This is an optimization exercise on Yosys and OpenROAD, whose aim is small area, a short achievable clock period and few clock cycles per item, not a production implementation.
The RTL was checked by simulation tests, not by an equivalence proof against the original design.
Power is estimated from default activity; no workload was simulated.

## trtcm_meter_bank
module trtcm_meter_bank (
    input  wire        clk,
    input  wire        rst,
    input  wire        in_valid,
    output wire        in_ready,
    input  wire        in_cfg,
    input  wire [3:0]  in_idx,
    input  wire [13:0] in_len,
    input  wire [39:0] in_ts,
    input  wire [27:0] in_cir,
    input  wire [27:0] in_pir,
    input  wire [23:0] in_cbs,
    input  wire [23:0] in_pbs,
    output reg         out_valid,
    output reg  [1:0]  out_colour
);
    localparam int NM = 8;
    localparam logic [1:0] GREEN       = 2'b00;
    localparam logic [1:0] YELLOW      = 2'b01;
    localparam logic [1:0] RED         = 2'b10;
    localparam logic [1:0] NOT_METERED = 2'b11;
    logic ready_q;
    assign in_ready = ready_q;
    logic       s1_v;
    logic [1:0] s1_k;           
    wire        hold = s1_v & (s1_k != 2'd0);
    logic         s0_v;
    logic         s0_cfg;
    logic [3:0]   s0_idx;
    logic [103:0] s0_w;
    always_ff @(posedge clk) begin
        if (rst) s0_v <= 1'b0;
        else if (!hold) s0_v <= in_valid & ready_q;
    end
    wire [103:0] cfg_in   = {in_cir, in_pir, in_cbs, in_pbs};
    wire [53:0]  frame_in = {in_len, in_ts};
    always_ff @(posedge clk) begin
        if (!hold) begin
            s0_cfg       <= in_cfg;
            s0_idx       <= in_idx;
            s0_w[103:54] <= cfg_in[103:54];
            s0_w[53:0]   <= in_cfg ? cfg_in[53:0] : frame_in;
        end
    end
    logic [NM-1:0][27:0] cir_q;
    logic [NM-1:0][27:0] pir_q;
    logic [NM-1:0][23:0] cbs_q;
    logic [NM-1:0][23:0] pbs_q;
    logic [NM-1:0]       cfg_ok;    
    logic [NM-1:0][39:0] last_q;
  ...
For scale: ~14,000 cells after synthesis, ~170 I/O pins, roughly 160,000 sq um of cells after synthesis.
make LEC_CHECK=0 CAP_MARGIN=20 CORE_MARGIN=2 CORE_UTILIZATION=30 GPL_ROUTABILITY_DRIVEN=1 PLACE_DENSITY=0.45 SLEW_MARGIN=20 finish   # period 28.0 ns
run.sh (not shown) runs the stock make flow with config.mk's settings and CLKGATE_MAP_FILE= SYNTH_SCRIPT=/design/flow/synth_recipe.tcl, a recipe that flattens the netlist after the stock synthesis.
Testbench counts at the start, summed over its fixed seeds: cycles 24,168, items 24,000.
Then changed:
Settings changed: CORE_UTILIZATION 30 to 55, CTS_CLUSTER_DIAMETER from default to 100, CTS_CLUSTER_SIZE from default to 30, PLACE_DENSITY 0.45 to 0.65.
Effect: The new run passed the timing, design-rule and antenna checks; total power shrinks by 10%; non-clock buffer count fell by 24; sequential share of layout area is higher by 2.7 points; clock power fell by 44%; setup slack gets worse by 0.84 ns; fmax shrinks by about 10%.
Then changed:
==> flow/flow/run.sh (new file) <==
#!/bin/bash
# The standard layout (standard.sh), with the ports buffered by
# sky130_fd_sc_hd__buf_4 instead of the smallest buffer cell ORFS picks
# (clkdlybuf4s50_1, a delay cell that is slow on the output paths).
set -euo pipefail
export BUFFER_PORTS_ARGS="-buffer_cell sky130_fd_sc_hd__buf_4"
bash standard.sh > standard.log 2>&1
==> flow/standard.sh (new file) <==
#!/bin/bash
# synth_recipe.tcl (not shown) runs the flow's synth.tcl, then flattens the netlist and writes it again
# the make line also repeats each setting of config.mk as NAME=value (left out here)
make -C /OpenROAD-flow-scripts/flow DESIGN_CONFIG=/design/flow/config.mk WORK_HOME=/design/flow/orfs CLKGATE_MAP_FILE= SYNTH_SCRIPT=/design/flow/synth_recipe.tcl "${@:-finish}"
Settings changed: CORE_UTILIZATION 55 to 30, CTS_CLUSTER_DIAMETER 100 to default, CTS_CLUSTER_SIZE 30 to default, PLACE_DENSITY 0.65 to 0.45.
removed: flow/run.sh
The changed run produced a clean layout.
Worst setup slack improved by 0.90 ns.
Utilization goes down by 25 points.
Count of clock-buffer cells in the layout came out higher by 265.
Fmax rose by about 11%.


Setup of sierra:
Another version of the RTL of trtcm_meter_bank (not shown whole).
Size in the first run: roughly 14,000 cells after synthesis, roughly 2,900 flip-flops, about 170 I/O pins.
==> flow/design.v (excerpt) <==
module trtcm_meter_bank (
    input  wire        clk,
    input  wire        rst,
    input  wire        in_valid,
    output wire        in_ready,
    input  wire        in_cfg,
    input  wire [3:0]  in_idx,
    input  wire [13:0] in_len,
    input  wire [39:0] in_ts,
    input  wire [27:0] in_cir,
    input  wire [27:0] in_pir,
    input  wire [23:0] in_cbs,
    input  wire [23:0] in_pbs,
    output reg         out_valid,
    output reg  [1:0]  out_colour
);
    localparam int NM = 8;
    localparam logic [1:0] GREEN       = 2'b00;
    localparam logic [1:0] YELLOW      = 2'b01;
    localparam logic [1:0] RED         = 2'b10;
    localparam logic [1:0] NOT_METERED = 2'b11;
    logic ready_q;
    assign in_ready = ready_q;
    logic       s1_v;
    logic [1:0] s1_k;           
    wire        hold = s1_v & (s1_k != 2'd0);
    logic         s0_v;
    logic         s0_cfg;
    logic [3:0]   s0_idx;
    logic [103:0] s0_w;
    always_ff @(posedge clk) begin
        if (rst) s0_v <= 1'b0;
        else if (!hold) s0_v <= in_valid & ready_q;
    end
    wire [103:0] cfg_in   = {in_cir, in_pir, in_cbs, in_pbs};
    wire [53:0]  frame_in = {in_len, in_ts};
    always_ff @(posedge clk) begin
        if (!hold) begin
            s0_cfg       <= in_cfg;
            s0_idx       <= in_idx;
            s0_w[103:54] <= cfg_in[103:54];
            s0_w[53:0]   <= in_cfg ? cfg_in[53:0] : frame_in;
        end
    end
    logic [NM-1:0][27:0] cir_q;
    logic [NM-1:0][27:0] pir_q;
  ...
clock: 28.0 ns
lec_check: 0
cap_margin: 20
core_margin: 2
core_utilization: 30
cts_buf_list: sky130_fd_sc_hd__clkbuf_8
gpl_routability_driven: 1
place_density: 0.45
slew_margin: 20
standard.sh (not shown) runs the stock make flow with config.mk's settings and CLKGATE_MAP_FILE= SYNTH_SCRIPT=/design/flow/synth_recipe.tcl, a recipe that flattens the netlist after the stock synthesis.
==> flow/flow/run.sh <==
#!/bin/bash
# The standard layout (standard.sh), with the ports buffered by
# sky130_fd_sc_hd__buf_4 instead of the smallest buffer cell ORFS picks
# (clkdlybuf4s50_1, a delay cell that is slow on the output paths).
set -euo pipefail
export BUFFER_PORTS_ARGS="-buffer_cell sky130_fd_sc_hd__buf_4"
bash standard.sh > standard.log 2>&1
sierra: done, clean on timing, DRC and antenna
Testbench counts of sierra, summed over its fixed seeds: cycles 24,168, items 24,000.
[inputs] raven vs sierra
-- flow/config.mk --
<<< sierra, line 9
export CORE_MARGIN = 2
export CORE_UTILIZATION = 30
export CTS_BUF_LIST = sky130_fd_sc_hd__clkbuf_8
export GPL_ROUTABILITY_DRIVEN = 1
export PLACE_DENSITY = 0.45
>>> raven, line 9
export CORE_MARGIN = 2
export CORE_UTILIZATION = 30
export GPL_ROUTABILITY_DRIVEN = 1
export PLACE_DENSITY = 0.45
--- outcome ---
- Delta (raven minus sierra): worst slew slack as a fraction of its limit saw a decrease; final area saw an increase.
- Between sierra and raven, the share of post-route cells with drive strength above 1 is lower for raven.
- raven against sierra: maximum frequency stayed essentially flat, insertion delay to the later sink of the worst-skew pair fell by 0.23 ns, number of vias per cell rose by 0.70%.
### raven -> ember
==> flow/flow/run.sh <==
#!/bin/bash
# The standard layout (standard.sh), with the ports buffered by
# sky130_fd_sc_hd__buf_2 instead of the smallest buffer cell ORFS picks
# (clkdlybuf4s50_1, a delay cell that is slow on the output paths).
set -euo pipefail
export BUFFER_PORTS_ARGS="-buffer_cell sky130_fd_sc_hd__buf_2"
bash standard.sh > standard.log 2>&1
Notes after the runs:
Going from raven to ember, the post-route worst setup slack was found to have gone down by 0.84 ns. Summary: with raven as the reference, detailed-route wire length in ember moved up slightly. Between raven and ember, the difference in cell area is negligible. Share of total power in the clock network on ember is down relative to raven.


trtcm_meter_bank, a different RTL version from the one above (not shown whole).
Size: ~12000 cells after synthesis, ~2800 flip-flops.
Settings: LEC_CHECK=0, CAP_MARGIN=20, CORE_MARGIN=2, CORE_UTILIZATION=30, GPL_ROUTABILITY_DRIVEN=1, PLACE_DENSITY=0.45, SLEW_MARGIN=20; clock period 28.0 ns.
run.sh (not shown) runs the stock make flow with config.mk's settings and CLKGATE_MAP_FILE= SYNTH_SCRIPT=/design/flow/synth_recipe.tcl, a recipe that flattens the netlist after the stock synthesis.
Stock flow here: none of the scripts above is used.
The first run completed with no timing, DRC or antenna violations.
Testbench counts at the start, summed over its fixed seeds: cycles 24,168, items 24,000.
Rerun with:
- CORE_UTILIZATION: 30 -> 55
- PLACE_DENSITY: 0.45 -> 0.65
After rerunning: Count of clock-buffer cells in the layout went down by 41. Global-route usage is higher by 13 points. Sequential power is about the same. Power shrinks by 1.4%. Critical path depth goes down by 1. Via count grows by 3.0%. Final area drops by 2.6%. Worst setup slack is better by 0.11 ns. Combinational power is about the same.

-- re-timing with driven ports --
No port has a modelled driver above. Below, the same layouts with a new extraction and two added sets of constraints.
Step 1, drivers: a clkbuf_16 drives clk and a buf_2 each remaining input, both assumed.
Step 2, shift: input delay + t, output delay - t, t = (earliest + latest rising clock arrival at the registers) / 2. This alone moves slack from input paths to output paths.
Three values: no drivers, after step 1, after step 2; two values: the first two.
| run | t (ns) | setup WS [ns] | worst register clock-pin slew, ns |
|---|---|---|---|
| the first run of note 1 | 1.067 | 20.032 / 19.909 / 20.653 | 0.08 / 0.08 |
| the second run of note 1 | 0.979 | 19.188 / 19.188 / 19.188 | 0.12 / 0.12 |
| the third run of note 1 | 1.078 | 20.093 / 20.093 / 20.093 | 0.07 / 0.07 |
| sierra | 1.285 | 20.168 / 20.168 / 20.168 | 0.08 / 0.08 |
| raven | 1.060 | 20.183 / 20.183 / 20.183 | 0.07 / 0.07 |
| ember | 1.061 | 19.342 / 19.342 / 19.342 | 0.07 / 0.07 |
| the first run of note 3 | 1.050 | 19.294 / 19.294 / 19.294 | 0.07 / 0.07 |
| the second run of note 3 | 1.010 | 19.401 / 19.401 / 19.401 | 0.07 / 0.07 |
After both steps setup and hold are still met in every run listed.
